Source: an optimization exercise on an open RTL-to-GDS flow (aim: a short achievable clock period and few clock cycles). Production flows keep margins and buffers that such runs may drop. The RTL was checked by simulation tests, not by an equivalence proof against the original design. No activity file was given, so power comes from the tool's default toggle rates.

### design/flow/design.v
module le_core (
    input  wire        clk,
    input  wire        rst,           
    input  wire        start,         
    input  wire [11:0] entry,         
    input  wire        first,         
    output wire        busy,
    output reg         done,          
    output reg         fault,         
    output reg  [2:0]  fault_cause,   
    output reg  [11:0] fault_pc,
    output wire        imem_en,
    output wire [11:0] imem_addr,
    input  wire [31:0] imem_rdata,
    output wire        dmem_en,
    output wire        dmem_we,
    output wire [11:0] dmem_addr,
    output wire [31:0] dmem_wdata,
    input  wire [31:0] dmem_rdata
);
    localparam [2:0] C_ILLEGAL = 3'd1, C_BRANCH = 3'd2, C_DADDR = 3'd3;
    localparam [5:0] OP_NOP  = 6'h00, OP_END  = 6'h01, OP_LDI  = 6'h02,
                     OP_LUI  = 6'h03, OP_MOV  = 6'h04, OP_LDD  = 6'h05,
                     OP_STD  = 6'h06, OP_ADD  = 6'h09, OP_SUB  = 6'h0A,
                     OP_ADDS = 6'h0B, OP_SUBS = 6'h0C, OP_MULQ = 6'h0D,
                     OP_NEG  = 6'h0E, OP_ABS  = 6'h0F, OP_MIN  = 6'h10,
                     OP_MAX  = 6'h11, OP_CLMP = 6'h12, OP_SHL  = 6'h13,
                     OP_SAR  = 6'h14, OP_CLRA = 6'h15, OP_WRA  = 6'h16,
                     OP_RDA  = 6'h17, OP_MACW = 6'h19, OP_MACP = 6'h1A,
                     OP_CMP  = 6'h1E, OP_SEL  = 6'h1F, OP_BF   = 6'h20,
                     OP_JMP  = 6'h21;
    integer i;
    reg         busy_r;
    reg         flag;
    reg  [31:0] q   [0:15];
    reg  [63:0] acc [0:3];
    reg         fetch_en;             
    reg  [12:0] fetch_pc;             
    reg         arr_v;                
    reg  [12:0] arr_pc;
    reg         iq_v  [0:2];
    reg  [31:0] iq_w  [0:2];
    reg  [12:0] iq_pc [0:2];
    reg         kill_arr;             
    reg         m2_mulq, m2_macw, m2_macp, m2_rda;
    reg  [3:0]  m2_dest;
    reg  [1:0]  m2_asel;
    reg  [3:0]  m2_sh;
    reg  [63:0] m2_ws, m2_wc;
    reg  [33:0] m2_ps, m2_pc;
    reg         l1_v, l2_v, l3_v;
    reg  [3:0]  l1_d, l2_d, l3_d;
    reg  [31:0] l3_data;
    reg         d_en, d_we;
    reg  [11:0] d_addr;
    reg  [31:0] d_wdata;
    assign busy       = busy_r;
    assign imem_en    = fetch_en;
    assign imem_addr  = fetch_pc[11:0];
    assign dmem_en    = d_en;
    assign dmem_we    = d_we;
    assign dmem_addr  = d_addr;
    assign dmem_wdata = d_wdata;
    wire [31:0] ir    = iq_w[0];
    wire [12:0] epc   = iq_pc[0];
    wire [5:0]  op    = ir[31:26];
    wire [3:0]  fd    = ir[25:22];
    wire [3:0]  fa    = ir[21:18];
    wire [3:0]  fb    = ir[17:14];
    wire [13:0] imm14 = ir[13:0];
    wire [17:0] imm18 = ir[17:0];
    wire signed [31:0] qa = q[fa];
    wire signed [31:0] qb = q[fb];
    wire signed [31:0] qd = q[fd];
    reg legal;
    always @(*) begin
        case (op)
            OP_NOP, OP_END, OP_LDI, OP_LUI, OP_MOV, OP_LDD, OP_STD, OP_ADD,
            OP_SUB, OP_ADDS, OP_SUBS, OP_MULQ, OP_NEG, OP_ABS, OP_MIN, OP_MAX,
            OP_CLMP, OP_SHL, OP_SAR, OP_CLRA, OP_WRA, OP_RDA, OP_MACW, OP_MACP,
            OP_CMP, OP_SEL, OP_BF, OP_JMP:
                legal = 1'b1;
            default:
                legal = 1'b0;
        endcase
    end
    reg use_a, use_b, use_d, wr_q;
    always @(*) begin
        use_a = 1'b0; use_b = 1'b0; use_d = 1'b0; wr_q = 1'b0;
        case (op)
            OP_LDI:  wr_q = 1'b1;
            OP_LUI:  begin use_d = 1'b1; wr_q = 1'b1; end
            OP_MOV, OP_NEG, OP_ABS, OP_SHL, OP_SAR:
                     begin use_a = 1'b1; wr_q = 1'b1; end
            OP_LDD:  begin use_a = 1'b1; wr_q = 1'b1; end
            OP_STD:  begin use_a = 1'b1; use_b = 1'b1; end
            OP_ADD, OP_SUB, OP_ADDS, OP_SUBS, OP_MIN, OP_MAX, OP_SEL, OP_MULQ:
                     begin use_a = 1'b1; use_b = 1'b1; wr_q = 1'b1; end
            OP_CLMP: begin use_a = 1'b1; use_b = 1'b1; use_d = 1'b1; wr_q = 1'b1; end
            OP_RDA:  wr_q = 1'b1;
            OP_WRA:  use_a = 1'b1;
            OP_MACW, OP_MACP, OP_CMP:
                     begin use_a = 1'b1; use_b = 1'b1; end
            default: ;
        endcase
    end
    wire m2_wq = m2_mulq || m2_rda;
    function pend_m2;
        input [3:0] r;
        begin
            pend_m2 = m2_wq && m2_dest == r;
        end
    endfunction
    function pend_ld;
        input [3:0] r;
        begin
            pend_ld = (l1_v && l1_d == r) || (l2_v && l2_d == r) || (l3_v && l3_d == r);
        end
    endfunction
    wire is_std  = (op == OP_STD);
    wire hazard  = (use_a && (pend_m2(fa) || pend_ld(fa))) ||
                   (use_d && (pend_m2(fd) || pend_ld(fd))) ||
                   (use_b && !is_std && pend_m2(fb)) ||
                   (use_b && (l1_v && l1_d == fb || l2_v && l2_d == fb ||
                              (!is_std && l3_v && l3_d == fb)));
    wire e_valid = busy_r && iq_v[0];
    wire e_go    = e_valid && !hazard;
    wire consume = e_go;
    function [31:0] sat33;
        input [32:0] v;
        begin
            if (v[32] != v[31])
                sat33 = v[32] ? 32'h8000_0000 : 32'h7FFF_FFFF;
            else
                sat33 = v[31:0];
        end
    endfunction
    wire [32:0] sum33  = {qa[31], qa} + {qb[31], qb};
    wire [32:0] diff33 = {qa[31], qa} - {qb[31], qb};
    wire [31:0] neg_v  = (qa == 32'h8000_0000) ? 32'h7FFF_FFFF : (32'd0 - qa);
    wire lt_ab = qa < qb;
    wire gt_ab = qb < qa;
    wire eq_ab = qa == qb;
    wire lt_da = qd < qa;
    wire gt_db = qb < qd;
    wire [4:0]  sh_n   = imm14[4:0];
    wire [31:0] shl_raw = qa << sh_n;
    wire [30:0] sgn_x  = qa[30:0] ^ {31{qa[31]}};
    wire [30:0] sh_msk = ~(31'h7FFF_FFFF >> sh_n);
    wire        shl_ovf = |(sgn_x & sh_msk);
    wire [31:0] shl_v  = shl_ovf ? (qa[31] ? 32'h8000_0000 : 32'h7FFF_FFFF) : shl_raw;
    wire [31:0] sar_v  = qa >>> sh_n;
    reg cmp_v;
    always @(*) begin
        case (imm14[1:0])
            2'd0: cmp_v = eq_ab;
            2'd1: cmp_v = !eq_ab;
            2'd2: cmp_v = lt_ab;
            default: cmp_v = !lt_ab;
        endcase
    end
    reg [31:0] e_res;
    always @(*) begin
        case (op)
            OP_LDI:  e_res = {{14{imm18[17]}}, imm18};
            OP_LUI:  e_res = {imm14, qd[17:0]};
            OP_MOV:  e_res = qa;
            OP_ADD:  e_res = sum33[31:0];
            OP_SUB:  e_res = diff33[31:0];
            OP_ADDS: e_res = sat33(sum33);
            OP_SUBS: e_res = sat33(diff33);
            OP_NEG:  e_res = neg_v;
            OP_ABS:  e_res = qa[31] ? neg_v : qa;
            OP_MIN:  e_res = lt_ab ? qa : qb;
            OP_MAX:  e_res = gt_ab ? qa : qb;
            OP_CLMP: e_res = (gt_ab || lt_da) ? qa : (gt_db ? qb : qd);
            OP_SHL:  e_res = shl_v;
            OP_SAR:  e_res = sar_v;
            default: e_res = flag ? qa : qb;    
        endcase
    end
    wire e_wq_now = e_go && wr_q && (op != OP_LDD) && (op != OP_MULQ) && (op != OP_RDA) && !epc[12];
    wire e_claim  = e_go && wr_q && !epc[12];
    wire [31:0] daddr     = qa + {16'd0, imm14, 2'b00};
    wire        daddr_ok  = (daddr[31:14] == 18'd0) && (daddr[1:0] == 2'b00);
    wire        staddr_ok = daddr_ok && (daddr[13:7] >= 7'h09);
    wire        is_br     = (op == OP_BF) || (op == OP_JMP);
    wire        br_taken  = (op == OP_JMP) || (flag != fd[0]);
    wire [14:0] br_target = {3'b0, epc[11:0]} + {1'b0, imm14};
    wire        br_far    = br_target[14:12] != 3'd0;
    wire        br_zero   = imm14 == 14'd0;
    reg        e_end, e_fault;
    reg [2:0]  e_cause;
    always @(*) begin
        e_end = 1'b1; e_fault = 1'b1; e_cause = C_BRANCH;
        if (epc[12])
            e_cause = C_BRANCH;
        else if (!legal)
            e_cause = C_ILLEGAL;
        else if (op == OP_END)
            e_fault = 1'b0;
        else if (is_br && (br_zero || (br_taken && br_far)))
            e_cause = C_BRANCH;
        else if (op == OP_LDD && !daddr_ok)
            e_cause = C_DADDR;
        else if (op == OP_STD && !staddr_ok)
            e_cause = C_DADDR;
        else begin
            e_end = 1'b0; e_fault = 1'b0;
        end
    end
    wire run_end  = e_go && e_end;
    wire ok_go    = e_go && !e_end;
    wire br_do    = e_go && is_br && br_taken && !epc[12] && !br_zero && !br_far;
    wire redirect = br_do && (imm14[13:1] != 13'd0) && (imm14 != 14'd2);
    wire kill_set = br_do && (imm14 == 14'd2);
    wire [63:0] mw_a  = {{32{qa[31]}}, qa};
    wire [32:0] mw_b  = {qb, 1'b0};
    wire        is_mulq = (op == OP_MULQ);
    genvar g;
    generate
        for (g = 0; g < 16; g = g + 1) begin : bw
            wire b2 = mw_b[2*g+2], b1 = mw_b[2*g+1], b0 = mw_b[2*g];
            wire one = b1 ^ b0;
            wire two = (b2 & ~b1 & ~b0) | (~b2 & b1 & b0);
            wire [63:0] x = one ? mw_a : (two ? {mw_a[62:0], 1'b0} : 64'd0);
            wire [63:0] xs = b2 ? ~x : x;
            wire [63:0] row = xs << (2*g);
        end
    endgenerate
    wire [63:0] mw_neg;
    generate
        for (g = 0; g < 32; g = g + 1) begin : bwn
            if (g % 2 == 0) assign mw_neg[g] = mw_b[g+2];
            else            assign mw_neg[g] = 1'b0;
        end
    endgenerate
    assign mw_neg[63:32] = 32'd0;
    wire [63:0] mw_r0 = bw[0].row,  mw_r1 = bw[1].row,  mw_r2 = bw[2].row,  mw_r3 = bw[3].row;
    wire [63:0] mw_r4 = bw[4].row,  mw_r5 = bw[5].row,  mw_r6 = bw[6].row,  mw_r7 = bw[7].row;
    wire [63:0] mw_r8 = bw[8].row,  mw_r9 = bw[9].row,  mw_r10 = bw[10].row, mw_r11 = bw[11].row;
    wire [63:0] mw_r12 = bw[12].row, mw_r13 = bw[13].row, mw_r14 = bw[14].row, mw_r15 = bw[15].row;
    wire [63:0] mw_r16 = mw_neg;
    wire [63:0] mw_r17 = {33'd0, is_mulq, 30'd0};
    wire [63:0] mw_l0_0_s = mw_r0 ^ mw_r1 ^ mw_r2;
    wire [63:0] mw_l0_0_m = (mw_r0 & mw_r1) | (mw_r0 & mw_r2) | (mw_r1 & mw_r2);
    wire [63:0] mw_l0_0_c = {mw_l0_0_m[62:0], 1'b0};
    wire [63:0] mw_l0_1_s = mw_r3 ^ mw_r4 ^ mw_r5;
    wire [63:0] mw_l0_1_m = (mw_r3 & mw_r4) | (mw_r3 & mw_r5) | (mw_r4 & mw_r5);
    wire [63:0] mw_l0_1_c = {mw_l0_1_m[62:0], 1'b0};
    wire [63:0] mw_l0_2_s = mw_r6 ^ mw_r7 ^ mw_r8;
    wire [63:0] mw_l0_2_m = (mw_r6 & mw_r7) | (mw_r6 & mw_r8) | (mw_r7 & mw_r8);
    wire [63:0] mw_l0_2_c = {mw_l0_2_m[62:0], 1'b0};
    wire [63:0] mw_l0_3_s = mw_r9 ^ mw_r10 ^ mw_r11;
    wire [63:0] mw_l0_3_m = (mw_r9 & mw_r10) | (mw_r9 & mw_r11) | (mw_r10 & mw_r11);
    wire [63:0] mw_l0_3_c = {mw_l0_3_m[62:0], 1'b0};
    wire [63:0] mw_l0_4_s = mw_r12 ^ mw_r13 ^ mw_r14;
    wire [63:0] mw_l0_4_m = (mw_r12 & mw_r13) | (mw_r12 & mw_r14) | (mw_r13 & mw_r14);
    wire [63:0] mw_l0_4_c = {mw_l0_4_m[62:0], 1'b0};
    wire [63:0] mw_l0_5_s = mw_r15 ^ mw_r16 ^ mw_r17;
    wire [63:0] mw_l0_5_m = (mw_r15 & mw_r16) | (mw_r15 & mw_r17) | (mw_r16 & mw_r17);
    wire [63:0] mw_l0_5_c = {mw_l0_5_m[62:0], 1'b0};
    wire [63:0] mw_l1_0_s = mw_l0_0_s ^ mw_l0_0_c ^ mw_l0_1_s;
    wire [63:0] mw_l1_0_m = (mw_l0_0_s & mw_l0_0_c) | (mw_l0_0_s & mw_l0_1_s) | (mw_l0_0_c & mw_l0_1_s);
    wire [63:0] mw_l1_0_c = {mw_l1_0_m[62:0], 1'b0};
    wire [63:0] mw_l1_1_s = mw_l0_1_c ^ mw_l0_2_s ^ mw_l0_2_c;
    wire [63:0] mw_l1_1_m = (mw_l0_1_c & mw_l0_2_s) | (mw_l0_1_c & mw_l0_2_c) | (mw_l0_2_s & mw_l0_2_c);
    wire [63:0] mw_l1_1_c = {mw_l1_1_m[62:0], 1'b0};
    wire [63:0] mw_l1_2_s = mw_l0_3_s ^ mw_l0_3_c ^ mw_l0_4_s;
    wire [63:0] mw_l1_2_m = (mw_l0_3_s & mw_l0_3_c) | (mw_l0_3_s & mw_l0_4_s) | (mw_l0_3_c & mw_l0_4_s);
    wire [63:0] mw_l1_2_c = {mw_l1_2_m[62:0], 1'b0};
    wire [63:0] mw_l1_3_s = mw_l0_4_c ^ mw_l0_5_s ^ mw_l0_5_c;
    wire [63:0] mw_l1_3_m = (mw_l0_4_c & mw_l0_5_s) | (mw_l0_4_c & mw_l0_5_c) | (mw_l0_5_s & mw_l0_5_c);
    wire [63:0] mw_l1_3_c = {mw_l1_3_m[62:0], 1'b0};
    wire [63:0] mw_l2_0_s = mw_l1_0_s ^ mw_l1_0_c ^ mw_l1_1_s;
    wire [63:0] mw_l2_0_m = (mw_l1_0_s & mw_l1_0_c) | (mw_l1_0_s & mw_l1_1_s) | (mw_l1_0_c & mw_l1_1_s);
    wire [63:0] mw_l2_0_c = {mw_l2_0_m[62:0], 1'b0};
    wire [63:0] mw_l2_1_s = mw_l1_1_c ^ mw_l1_2_s ^ mw_l1_2_c;
    wire [63:0] mw_l2_1_m = (mw_l1_1_c & mw_l1_2_s) | (mw_l1_1_c & mw_l1_2_c) | (mw_l1_2_s & mw_l1_2_c);
    wire [63:0] mw_l2_1_c = {mw_l2_1_m[62:0], 1'b0};
    wire [63:0] mw_l3_0_s = mw_l2_0_s ^ mw_l2_0_c ^ mw_l2_1_s;
    wire [63:0] mw_l3_0_m = (mw_l2_0_s & mw_l2_0_c) | (mw_l2_0_s & mw_l2_1_s) | (mw_l2_0_c & mw_l2_1_s);
    wire [63:0] mw_l3_0_c = {mw_l3_0_m[62:0], 1'b0};
    wire [63:0] mw_l3_1_s = mw_l2_1_c ^ mw_l1_3_s ^ mw_l1_3_c;
    wire [63:0] mw_l3_1_m = (mw_l2_1_c & mw_l1_3_s) | (mw_l2_1_c & mw_l1_3_c) | (mw_l1_3_s & mw_l1_3_c);
    wire [63:0] mw_l3_1_c = {mw_l3_1_m[62:0], 1'b0};
    wire [63:0] mw_l4_0_s = mw_l3_0_s ^ mw_l3_0_c ^ mw_l3_1_s;
    wire [63:0] mw_l4_0_m = (mw_l3_0_s & mw_l3_0_c) | (mw_l3_0_s & mw_l3_1_s) | (mw_l3_0_c & mw_l3_1_s);
    wire [63:0] mw_l4_0_c = {mw_l4_0_m[62:0], 1'b0};
    wire [63:0] mw_l5_0_s = mw_l4_0_s ^ mw_l4_0_c ^ mw_l3_1_c;
    wire [63:0] mw_l5_0_m = (mw_l4_0_s & mw_l4_0_c) | (mw_l4_0_s & mw_l3_1_c) | (mw_l4_0_c & mw_l3_1_c);
    wire [63:0] mw_l5_0_c = {mw_l5_0_m[62:0], 1'b0};
    wire [63:0] mw_s = mw_l5_0_s;
    wire [63:0] mw_c = mw_l5_0_c;
    wire [33:0] mp_ah = {{18{qa[31]}}, qa[31:16]};
    wire [33:0] mp_al = {{18{qa[15]}}, qa[15:0]};
    wire [16:0] mp_bh = {qb[31:16], 1'b0};
    wire [16:0] mp_bl = {qb[15:0], 1'b0};
    generate
        for (g = 0; g < 8; g = g + 1) begin : bp
            wire hb2 = mp_bh[2*g+2], hb1 = mp_bh[2*g+1], hb0 = mp_bh[2*g];
            wire hone = hb1 ^ hb0;
            wire htwo = (hb2 & ~hb1 & ~hb0) | (~hb2 & hb1 & hb0);
            wire [33:0] hx = hone ? mp_ah : (htwo ? {mp_ah[32:0], 1'b0} : 34'd0);
            wire [33:0] hrow = (hb2 ? ~hx : hx) << (2*g);
            wire lb2 = mp_bl[2*g+2], lb1 = mp_bl[2*g+1], lb0 = mp_bl[2*g];
            wire lone = lb1 ^ lb0;
            wire ltwo = (lb2 & ~lb1 & ~lb0) | (~lb2 & lb1 & lb0);
            wire [33:0] lx = lone ? mp_al : (ltwo ? {mp_al[32:0], 1'b0} : 34'd0);
            wire [33:0] lrow = (lb2 ? ~lx : lx) << (2*g);
        end
    endgenerate
    wire [33:0] mp_hneg, mp_lneg;
    generate
        for (g = 0; g < 16; g = g + 1) begin : bpn
            if (g % 2 == 0) begin
                assign mp_hneg[g] = mp_bh[g+2];
                assign mp_lneg[g] = mp_bl[g+2];
            end else begin
                assign mp_hneg[g] = 1'b0;
                assign mp_lneg[g] = 1'b0;
            end
        end
    endgenerate
    assign mp_hneg[33:16] = 18'd0;
    assign mp_lneg[33:16] = 18'd0;
    wire [33:0] mp_r0 = bp[0].hrow, mp_r1 = bp[1].hrow, mp_r2 = bp[2].hrow, mp_r3 = bp[3].hrow;
    wire [33:0] mp_r4 = bp[4].hrow, mp_r5 = bp[5].hrow, mp_r6 = bp[6].hrow, mp_r7 = bp[7].hrow;
    wire [33:0] mp_r8 = bp[0].lrow, mp_r9 = bp[1].lrow, mp_r10 = bp[2].lrow, mp_r11 = bp[3].lrow;
    wire [33:0] mp_r12 = bp[4].lrow, mp_r13 = bp[5].lrow, mp_r14 = bp[6].lrow, mp_r15 = bp[7].lrow;
    wire [33:0] mp_r16 = mp_hneg, mp_r17 = mp_lneg;
    wire [33:0] mp_l0_0_s = mp_r0 ^ mp_r1 ^ mp_r2;
    wire [33:0] mp_l0_0_m = (mp_r0 & mp_r1) | (mp_r0 & mp_r2) | (mp_r1 & mp_r2);
    wire [33:0] mp_l0_0_c = {mp_l0_0_m[32:0], 1'b0};
    wire [33:0] mp_l0_1_s = mp_r3 ^ mp_r4 ^ mp_r5;
    wire [33:0] mp_l0_1_m = (mp_r3 & mp_r4) | (mp_r3 & mp_r5) | (mp_r4 & mp_r5);
    wire [33:0] mp_l0_1_c = {mp_l0_1_m[32:0], 1'b0};
    wire [33:0] mp_l0_2_s = mp_r6 ^ mp_r7 ^ mp_r8;
    wire [33:0] mp_l0_2_m = (mp_r6 & mp_r7) | (mp_r6 & mp_r8) | (mp_r7 & mp_r8);
    wire [33:0] mp_l0_2_c = {mp_l0_2_m[32:0], 1'b0};
    wire [33:0] mp_l0_3_s = mp_r9 ^ mp_r10 ^ mp_r11;
    wire [33:0] mp_l0_3_m = (mp_r9 & mp_r10) | (mp_r9 & mp_r11) | (mp_r10 & mp_r11);
    wire [33:0] mp_l0_3_c = {mp_l0_3_m[32:0], 1'b0};
    wire [33:0] mp_l0_4_s = mp_r12 ^ mp_r13 ^ mp_r14;
    wire [33:0] mp_l0_4_m = (mp_r12 & mp_r13) | (mp_r12 & mp_r14) | (mp_r13 & mp_r14);
    wire [33:0] mp_l0_4_c = {mp_l0_4_m[32:0], 1'b0};
    wire [33:0] mp_l0_5_s = mp_r15 ^ mp_r16 ^ mp_r17;
    wire [33:0] mp_l0_5_m = (mp_r15 & mp_r16) | (mp_r15 & mp_r17) | (mp_r16 & mp_r17);
    wire [33:0] mp_l0_5_c = {mp_l0_5_m[32:0], 1'b0};
    wire [33:0] mp_l1_0_s = mp_l0_0_s ^ mp_l0_0_c ^ mp_l0_1_s;
    wire [33:0] mp_l1_0_m = (mp_l0_0_s & mp_l0_0_c) | (mp_l0_0_s & mp_l0_1_s) | (mp_l0_0_c & mp_l0_1_s);
    wire [33:0] mp_l1_0_c = {mp_l1_0_m[32:0], 1'b0};
    wire [33:0] mp_l1_1_s = mp_l0_1_c ^ mp_l0_2_s ^ mp_l0_2_c;
    wire [33:0] mp_l1_1_m = (mp_l0_1_c & mp_l0_2_s) | (mp_l0_1_c & mp_l0_2_c) | (mp_l0_2_s & mp_l0_2_c);
    wire [33:0] mp_l1_1_c = {mp_l1_1_m[32:0], 1'b0};
    wire [33:0] mp_l1_2_s = mp_l0_3_s ^ mp_l0_3_c ^ mp_l0_4_s;
    wire [33:0] mp_l1_2_m = (mp_l0_3_s & mp_l0_3_c) | (mp_l0_3_s & mp_l0_4_s) | (mp_l0_3_c & mp_l0_4_s);
    wire [33:0] mp_l1_2_c = {mp_l1_2_m[32:0], 1'b0};
    wire [33:0] mp_l1_3_s = mp_l0_4_c ^ mp_l0_5_s ^ mp_l0_5_c;
    wire [33:0] mp_l1_3_m = (mp_l0_4_c & mp_l0_5_s) | (mp_l0_4_c & mp_l0_5_c) | (mp_l0_5_s & mp_l0_5_c);
    wire [33:0] mp_l1_3_c = {mp_l1_3_m[32:0], 1'b0};
    wire [33:0] mp_l2_0_s = mp_l1_0_s ^ mp_l1_0_c ^ mp_l1_1_s;
    wire [33:0] mp_l2_0_m = (mp_l1_0_s & mp_l1_0_c) | (mp_l1_0_s & mp_l1_1_s) | (mp_l1_0_c & mp_l1_1_s);
    wire [33:0] mp_l2_0_c = {mp_l2_0_m[32:0], 1'b0};
    wire [33:0] mp_l2_1_s = mp_l1_1_c ^ mp_l1_2_s ^ mp_l1_2_c;
    wire [33:0] mp_l2_1_m = (mp_l1_1_c & mp_l1_2_s) | (mp_l1_1_c & mp_l1_2_c) | (mp_l1_2_s & mp_l1_2_c);
    wire [33:0] mp_l2_1_c = {mp_l2_1_m[32:0], 1'b0};
    wire [33:0] mp_l3_0_s = mp_l2_0_s ^ mp_l2_0_c ^ mp_l2_1_s;
    wire [33:0] mp_l3_0_m = (mp_l2_0_s & mp_l2_0_c) | (mp_l2_0_s & mp_l2_1_s) | (mp_l2_0_c & mp_l2_1_s);
    wire [33:0] mp_l3_0_c = {mp_l3_0_m[32:0], 1'b0};
    wire [33:0] mp_l3_1_s = mp_l2_1_c ^ mp_l1_3_s ^ mp_l1_3_c;
    wire [33:0] mp_l3_1_m = (mp_l2_1_c & mp_l1_3_s) | (mp_l2_1_c & mp_l1_3_c) | (mp_l1_3_s & mp_l1_3_c);
    wire [33:0] mp_l3_1_c = {mp_l3_1_m[32:0], 1'b0};
    wire [33:0] mp_l4_0_s = mp_l3_0_s ^ mp_l3_0_c ^ mp_l3_1_s;
    wire [33:0] mp_l4_0_m = (mp_l3_0_s & mp_l3_0_c) | (mp_l3_0_s & mp_l3_1_s) | (mp_l3_0_c & mp_l3_1_s);
    wire [33:0] mp_l4_0_c = {mp_l4_0_m[32:0], 1'b0};
    wire [33:0] mp_l5_0_s = mp_l4_0_s ^ mp_l4_0_c ^ mp_l3_1_c;
    wire [33:0] mp_l5_0_m = (mp_l4_0_s & mp_l4_0_c) | (mp_l4_0_s & mp_l3_1_c) | (mp_l4_0_c & mp_l3_1_c);
    wire [33:0] mp_l5_0_c = {mp_l5_0_m[32:0], 1'b0};
    wire [33:0] mp_s = mp_l5_0_s;
    wire [33:0] mp_c = mp_l5_0_c;
    wire [63:0] acc_r  = acc[m2_asel];
    wire [49:0] rda_r  = {acc_r[63], acc_r[63:15]} + {49'd0, acc_r[14]};
    wire        rda_ok = (rda_r[49:31] == {19{rda_r[31]}});
    wire [31:0] rda_v  = rda_ok ? rda_r[31:0] : (rda_r[49] ? 32'h8000_0000 : 32'h7FFF_FFFF);
    wire [63:0] m2_acc   = acc[m2_dest[1:0]];
    wire [63:0] m2_prod  = m2_ws + m2_wc;
    wire [32:0] mulq_r   = m2_prod[63:31];
    wire [31:0] mulq_v   = sat33(mulq_r);
    wire [31:0] m2_res   = m2_rda ? rda_v : mulq_v;
    wire [4:0]  macw_n   = 5'd16 - {1'b0, m2_sh};
    wire [63:0] macw_add = $signed(m2_prod) >>> macw_n;
    wire [64:0] macw_sum = {m2_acc[63], m2_acc} + {macw_add[63], macw_add};
    wire [63:0] macw_v   = (macw_sum[64] != macw_sum[63]) ?
                           (macw_sum[64] ? 64'h8000_0000_0000_0000 : 64'h7FFF_FFFF_FFFF_FFFF) :
                           macw_sum[63:0];
    wire [33:0] macp_r   = m2_ps + m2_pc;
    wire [64:0] macp_sum = {m2_acc[63], m2_acc} + {{31{macp_r[33]}}, macp_r};
    wire        macp_hi  = !macp_sum[64] && (macp_sum[63:39] != 25'd0);
    wire        macp_lo  =  macp_sum[64] && (macp_sum[63:39] != {25{1'b1}});
    wire [63:0] macp_v   = macp_hi ? 64'h0000_007F_FFFF_FFFF :
                           (macp_lo ? 64'hFFFF_FF80_0000_0000 : macp_sum[63:0]);
    wire flush = !busy_r || redirect;
    wire pop2  = kill_set && iq_v[1];
    wire drop_arr = arr_v && (kill_arr || (kill_set && !iq_v[1]));
    wire take_arr = arr_v && !drop_arr;
    reg  [1:0] cnt, cnt_pop;
    always @(*) begin
        cnt = {1'b0, iq_v[0]} + {1'b0, iq_v[1]} + {1'b0, iq_v[2]};
        cnt_pop = cnt - {1'b0, consume} - {1'b0, pop2};
    end
    wire [2:0] cnt_after = {1'b0, cnt_pop} + {2'b0, take_arr};
    wire       fetch_ok  = (cnt_after + {2'b0, fetch_en}) <= 3'd2;
    reg         nq_v  [0:2];
    reg  [31:0] nq_w  [0:2];
    reg  [12:0] nq_pc [0:2];
    reg  [1:0]  npop;
    integer j;
    always @(*) begin
        npop = pop2 ? 2'd2 : (consume ? 2'd1 : 2'd0);
        for (j = 0; j < 3; j = j + 1) begin
            if (j + npop < 3 && iq_v[j + npop]) begin
                nq_v[j] = 1'b1; nq_w[j] = iq_w[j + npop]; nq_pc[j] = iq_pc[j + npop];
            end else begin
                nq_v[j] = take_arr && (j == cnt_pop); nq_w[j] = imem_rdata; nq_pc[j] = arr_pc;
            end
        end
    end
    always @(posedge clk) begin
        if (rst) begin
            busy_r      <= 1'b0;
            done        <= 1'b0;
            fault       <= 1'b0;
            fault_cause <= 3'd0;
            fault_pc    <= 12'd0;
        end else if (!busy_r) begin
            done <= 1'b0;
            if (start) begin
                busy_r      <= 1'b1;
                fault       <= 1'b0;
                fault_cause <= 3'd0;
                fault_pc    <= 12'd0;
            end
        end else begin
            done <= run_end;
            if (run_end) begin
                busy_r      <= 1'b0;
                fault       <= e_fault;
                fault_cause <= e_fault ? e_cause : 3'd0;
                fault_pc    <= e_fault ? (epc[12] ? 12'hFFF : epc[11:0]) : 12'd0;
            end
        end
        if (rst) begin
            fetch_en <= 1'b0;
        end else if (!busy_r) begin
            fetch_en <= start;
        end else if (run_end) begin
            fetch_en <= 1'b0;
        end else if (redirect) begin
            fetch_en <= 1'b1;
        end else begin
            fetch_en <= fetch_ok;
        end
        if (!busy_r)
            fetch_pc <= {1'b0, entry};
        else if (redirect)
            fetch_pc <= {1'b0, br_target[11:0]};
        else if (fetch_en)
            fetch_pc <= fetch_pc + 13'd1;
        arr_v  <= !rst && busy_r && fetch_en && !redirect;
        arr_pc <= fetch_pc;
        for (i = 0; i < 3; i = i + 1) begin
            iq_v[i]  <= !flush && nq_v[i];
            iq_w[i]  <= nq_w[i];
            iq_pc[i] <= nq_pc[i];
        end
        if (flush)
            kill_arr <= 1'b0;
        else if (kill_set && !iq_v[1] && !arr_v)
            kill_arr <= 1'b1;
        else if (arr_v)
            kill_arr <= 1'b0;
        if (!busy_r)
            flag <= first;
        else if (ok_go && op == OP_CMP)
            flag <= cmp_v;
        if (rst) begin
            d_en <= 1'b0;
            d_we <= 1'b0;
        end else begin
            d_en <= ok_go && (op == OP_LDD || op == OP_STD);
            d_we <= ok_go && (op == OP_STD);
        end
        d_addr  <= daddr[13:2];
        d_wdata <= (m2_wq && m2_dest == fb) ? m2_res :
                   ((l3_v && l3_d == fb) ? l3_data : qb);
        l1_v <= busy_r && e_go && (op == OP_LDD);
        l1_d <= fd;
        l2_v <= busy_r && l1_v && !(e_claim && fd == l1_d);
        l2_d <= l1_d;
        l3_v <= busy_r && l2_v && !(e_claim && fd == l2_d);
        l3_d <= l2_d;
        l3_data <= dmem_rdata;
        m2_mulq <= busy_r && e_go && (op == OP_MULQ);
        m2_macw <= busy_r && e_go && (op == OP_MACW);
        m2_macp <= busy_r && e_go && (op == OP_MACP);
        m2_rda  <= busy_r && e_go && (op == OP_RDA);
        m2_dest <= fd;
        m2_asel <= fa[1:0];
        m2_sh   <= imm14[3:0];
        m2_ws   <= mw_s;
        m2_wc   <= mw_c;
        m2_ps   <= mp_s;
        m2_pc   <= mp_c;
        for (i = 0; i < 16; i = i + 1) begin
            if (!busy_r)
                q[i] <= 32'd0;
            else if (e_wq_now && fd == i)
                q[i] <= e_res;
            else if (m2_wq && m2_dest == i)
                q[i] <= m2_res;
            else if (l3_v && l3_d == i && !(e_claim && fd == i))
                q[i] <= l3_data;
        end
        for (i = 0; i < 4; i = i + 1) begin
            if (!busy_r)
                acc[i] <= 64'd0;
            else if (ok_go && op == OP_CLRA && fd[1:0] == i)
                acc[i] <= 64'd0;
            else if (ok_go && op == OP_WRA && fd[1:0] == i)
                acc[i] <= {{17{qa[31]}}, qa, 15'd0};
            else if (m2_macw && m2_dest[1:0] == i)
                acc[i] <= macw_v;
            else if (m2_macp && m2_dest[1:0] == i)
                acc[i] <= macp_v;
        end
    end
endmodule
### design/flow/flow/run.sh
#!/bin/bash
# The standard layout (standard.sh), with the timing repair aiming for
# more setup slack than the clock needs, so the resizer keeps working after
# the 25 ns clock is met. Clock, constraints and all other settings are the
# standard ones.
set -euo pipefail
bash standard.sh SETUP_SLACK_MARGIN=18 finish > standard_flow.log 2>&1
### design/flow/standard.sh
#!/bin/bash
# synth_recipe.tcl (not shown) runs the flow's synth.tcl, then flattens the netlist and writes it again
# the make line also repeats each setting of config.mk as NAME=value (left out here)
make -C /OpenROAD-flow-scripts/flow DESIGN_CONFIG=/design/flow/config.mk WORK_HOME=/design/flow/orfs CLKGATE_MAP_FILE= SYNTH_SCRIPT=/design/flow/synth_recipe.tcl "${@:-finish}"
### design/flow/config.mk
export PLATFORM = sky130hd
export DESIGN_NAME = le_core
export DESIGN_NICKNAME = le_core
export VERILOG_FILES = /design/flow/design.v
export SDC_FILE = /design/flow/constraint.sdc
export NUM_CORES = 4
export LEC_CHECK = 0
export ABC_CLOCK_PERIOD_IN_PS = 5000
export CAP_MARGIN = 20
export CORE_MARGIN = 2
export CORE_UTILIZATION = 25
export SLEW_MARGIN = 20
### design/flow/constraint.sdc
create_clock -name core_clock -period 25.0 [get_ports {clk}]
set_input_delay 5.0000 -clock core_clock [delete_from_list [all_inputs] [get_ports {clk}]]
set_output_delay 5.0000 -clock core_clock [all_outputs]
set_load 0.01 [all_outputs]
==> summary.txt <==
## power by group through the flow
stage	logic [W]	registers, W	clock network, W
floorplan	0.00520	0.00232	0
global placement	0.00913	0.00240	0
detailed placement	0.00914	0.00240	0
CTS	0.0114	0.00236	0.00253
## worst max path at each step
stage	startpoint	endpoint	slack, ns
global placement	iq_w[0][16]$_DFFE_PN_	m2_ws[44]$_DFF_P_	14.54
floorplan	m2_wc[32]$_DFF_P_	acc[1][10]$_SDFFE_PP0P_	17.76
detailed placement	iq_w[0][15]$_DFFE_PN_	m2_ws[50]$_DFF_P_	14.78
CTS	m2_pc[3]$_DFF_P_	acc[1][12]$_SDFFE_PP0P_	17.23
## layer usage
layer | GRT usage, % | overflow
met1 | 43.9 | 0
met5 | 10.6 | 0
met3 | 28.0 | 1
met2 | 48.7 | 0
met4 | 33.1 | 0
## metrics by stage
stage          hold WS (ns)  power (W)  setup WS, ns  cells  utilization [%]
4_1_cts               0.369     0.0163         17.23  26200             32.5
3_5_place_dp          0.360     0.0115         14.78  24900             27.2
2_1_floorplan         0.329    0.00752         17.76  18400                -
3_3_place_gp          0.354     0.0115         14.54  24900             27.2
## what timing repair did
action,CTS
endpoints found under the setup margin,1039
gates resized for setup,2895
pin swaps,722
gates cloned,173
setup buffers,867
hold buffers,0
## cell families after synthesis
group           count (synthesis)  share of synthesized area (%)
other cells                     1                        0.00264
simple gates                 4288                           13.9
fa+ha+maj                    1425                           17.0
xor+xnor                      397                           2.45
buf+inv                      3086                           8.48
mux                           708                           6.65
compound gates               7197                           32.9
flops                        1250                           18.7
==> flow_summary_export.csv <==
group,metric,value,unit
synthesis,async_reset_ff_share,0,%
placed_design,dp_hpwl,720000,um
placed_design,portBuffers,155,
die,num_rows,276,
die,start_util,25.1,%
grt,gr-total-overflow,1,
synthesis,seq_area_frac_synth,18.7,%
die,pin_count,157,
synthesis,synth.avg_cell_area,7.74,um^2
synthesis,yosys_register_bits,1250,
synthesis,synth_area_leaders,"dfxtp_1 (16%), fa_1 (12%), a21oi_1 (7.9%), o21ai_0 (5.7%), ha_1 (4.9%)",
synthesis,ys_warn_count,9,
die,die_h,758,um
placed_design,dpl_cell_area,154000,um^2
synthesis,synth_cells,18400,
grt,grt_max_degree,208,
synthesis,synth_top_area_share,15.5,%
synthesis,syn_area,142000,um^2
synthesis,yosysTopAreaCell,"dfxtp_1",
die,die_x,758,um
clock_network,htree_levels,4,
run_status,firstError,"[ERROR GRT-0232] Routing congestion too high. Check the congestion heatmap in the GUI.",
synthesis,synth_edf_count,148,
synthesis,ys.flop_type,"dfxtp_1",
synthesis,ys_types,118,
clock_network,cts_root_buffer,"clkbuf_16",
synthesis,synth_commonest_cells,"a21oi_1 (2240), o21ai_0 (1627), nand2_1 (1585)",
synthesis,post-synth-top-count-cell,"a21oi_1",
clock_network,cts_num_sinks,1250,
clock_network,cts_made_buffers,162,
run_status,status,"did not finish",
grt,grt_use_total,39.5,%
synthesis,syn_nets,19800,
placed_design,gp_congestion,1.14,
run_status,lastStage,"global routing (5_1_grt)",
clock_network,clock_path_buffers,4,
Testbench counts, summed over its fixed seeds: cycles 290,248.
